This design comes from an exercise in tuning for small area, a short achievable clock period and few clock cycles on the open sky130 flow, not from production work. At most, simulation tests tie the RTL to the original design; equivalence was not proved. No activity file was given, so power comes from the tool's default toggle rates.

Design roller_dec, start of the top module:
module roller_dec (
    input  wire        clk,
    input  wire        rst,          
    input  wire        start,        
    input  wire [1:0]  bucket,       
    output wire        idle,
    output reg         done,         
    output reg  [1:0]  status,       
    input  wire        in_valid,
    input  wire [7:0]  in_data,
    output wire        in_ready,
    output wire        wr_en,
    output wire [11:0] wr_addr,
    output wire [7:0]  wr_data,
    output wire        rd_en,
    output wire [11:0] rd_addr,
    input  wire [7:0]  rd_data       
);
==> flow/config.mk <==
export PLATFORM = sky130hd
export DESIGN_NAME = roller_dec
export DESIGN_NICKNAME = roller_dec
export VERILOG_FILES = /design/flow/design.v
export SDC_FILE = /design/flow/constraint.sdc
export NUM_CORES = 4
export LEC_CHECK = 0
export ABC_AREA = 1
export CAP_MARGIN = 20
export CORE_MARGIN = 2
export CORE_UTILIZATION = 40
export CTS_BUF_LIST = sky130_fd_sc_hd__clkbuf_8
export CTS_CLUSTER_DIAMETER = 100
export CTS_CLUSTER_SIZE = 30
export SETUP_SLACK_MARGIN = 2.8
export SLEW_MARGIN = 20
==> flow/constraint.sdc <==
create_clock -name core_clock -period 5.5 [get_ports {clk}]
set_input_delay 1.1000 -clock core_clock [delete_from_list [all_inputs] [get_ports {clk}]]
set_output_delay 1.1000 -clock core_clock [all_outputs]
set_load 0.01 [all_outputs]
standard.sh (not shown) runs the stock make flow with config.mk's settings and CLKGATE_MAP_FILE= SYNTH_SCRIPT=/design/flow/synth_recipe.tcl, a recipe that flattens the netlist after the stock synthesis.
==> flow/flow/run.sh <==
#!/bin/bash
# Standard layout, with the smallest buffer on the ports.
export BUFFER_PORTS_ARGS="-buffer_cell sky130_fd_sc_hd__buf_1"
bash standard.sh > standard.log 2>&1
Testbench counts at the start, summed over its fixed seeds: cycles 801,453.
Then changed:
--- a/flow/design.v
+++ b/flow/design.v
@@ -46,31 +46,43 @@
     assign wr_addr  = p[11:0];
     assign wr_data  = s_run ? (k_fill ? rp[7:0] : rd_data) : in_data;
     assign rd_en    = !(s_run && d1);
     assign rd_addr  = rp;
     assign in_ready = !(s_idle || s_mchk || s_run);
     wire [11:0] rem_dec = rem - 12'd1;
     wire [12:0] cnt_dec = cnt - 13'd1;
     wire        cnt_end = (cnt == 13'd0);
     wire        rem_end = (rem == 12'd0);
-    wire        ovr     = p[12] || cnt[12] || (cnt[11:0] > ~p[11:0]);
+    function automatic gt12(input [11:0] a, input [11:0] b);
+        integer i;
+        reg g;
+        begin
+            g = 1'b0;
+            for (i = 0; i < 12; i = i + 1)
+                g = (a[i] & ~b[i]) | (~(a[i] ^ b[i]) & g);
+            gt12 = g;
+        end
+    endfunction
+    wire        ovr     = p[12] || cnt[12] || gt12(cnt[11:0], ~p[11:0]);
     wire [7:0]  t       = in_data;
     wire        t_lit   = !t[7];
     wire        t_short = t[7:6] == 2'b10;
     wire        t_long  = t[7:4] == 4'hC;
     wire        t_fill  = t[7:4] == 4'hD;
     wire [6:0]  n       = t[6:0];
-    wire        lit_bad = ({5'd0, n} >= rem_dec);
-    wire        lit_ovr = ({5'd0, n} > ~p[11:0]);
-    wire        arg_bad = t_short ? (rem < 12'd2) : t_long ? (rem < 12'd4) : (rem < 12'd3);
+    wire        lit_bad = !gt12(rem_dec, {5'd0, n});
+    wire        lit_ovr = gt12({5'd0, n}, ~p[11:0]);
+    wire        rem_lt4 = (rem[11:2] == 10'd0);
+    wire        arg_bad = t_short ? (rem_lt4 && !rem[1]) :
+                          t_long  ? rem_lt4 : (rem_lt4 && !(rem[1] && rem[0]));
     wire [11:0] tl      = {in_data[3:0], rem[7:0]};
     wire        tl_bad  = (in_data[7:4] != 4'd0) || (tl == 12'd0) ||
-                          (tl[11:10] > code) ||
+                          gt12({10'd0, tl[11:10]}, {10'd0, code}) ||
                           (tl[11:10] == code && tl[9:2] == 8'hFF && tl[1:0] != 2'd0);
     wire [11:0] dval    = {rp[11:8], in_data};
     wire [13:0] rsum    = {1'b0, p} + {2'b11, ~dval};
     wire [8:0]  lo6     = {1'b0, in_data} + 9'd6;
     wire [4:0]  hi_sum  = {1'b0, in_data[3:0]} + {4'd0, cnt[8]};
     reg        fin;
     reg [1:0]  fst;
     reg        n_idle, n_h0, n_h1, n_h2, n_h3, n_tok, n_a1, n_a2, n_a3, n_mchk, n_run, n_lit;
     always @(*) begin
Result:
- The changed run passed the timing, design-rule and antenna checks
- clock skew falls by 0.012 ns
- total power increases by about 28%
- synthesized area fell by about 1.8%
- cell area grows by 1.9%
- die area fell by 1.7%
- count of clock-buffer cells in the layout goes up by 1
- worst hold slack degrades by 0.0071 ns
- non-clock buffer count increases by 12
- wire length goes down by 3.1%
- setup slack is worse by 0.019 ns
- utilization grows by 1.5 points
- sequential power grows by about 18%
- via count is lower by 3.2%
- clock power increases by about 4%
The RTL of the second run of this note was laid out without a check of its function.

re-timing with driven ports:
The results above use ideal ports. As a check the final layouts listed here were re-extracted and re-timed, cells and wires unchanged.
Step 1: set_driving_cell puts a clkbuf_16 on clk and a buf_2 on each other input, an assumption about the parent block.
Step 2 moves the port delays by t, midway between the first and last clock arrival at a register: inputs arrive t later, outputs are due t later. That takes back most of the time a late clock gives input paths.
Three values: ideal, step 1, step 2; two values: the first two.
run	t, ns	slack for setup (ns)	slew at the worst register clock pin (ns)	worst slew at a driven data input, ns
the first run	0.407	2.740 / 2.676 / 2.458	0.10 / 0.10	0.11
the second run	0.405	2.720 / 2.647 / 2.269	0.08 / 0.08	0.09
After both steps every run listed still meets setup and hold. The setup slack of the second run, which loses most, moves by -0.073 ns with the drivers and by -0.451 ns with both steps.
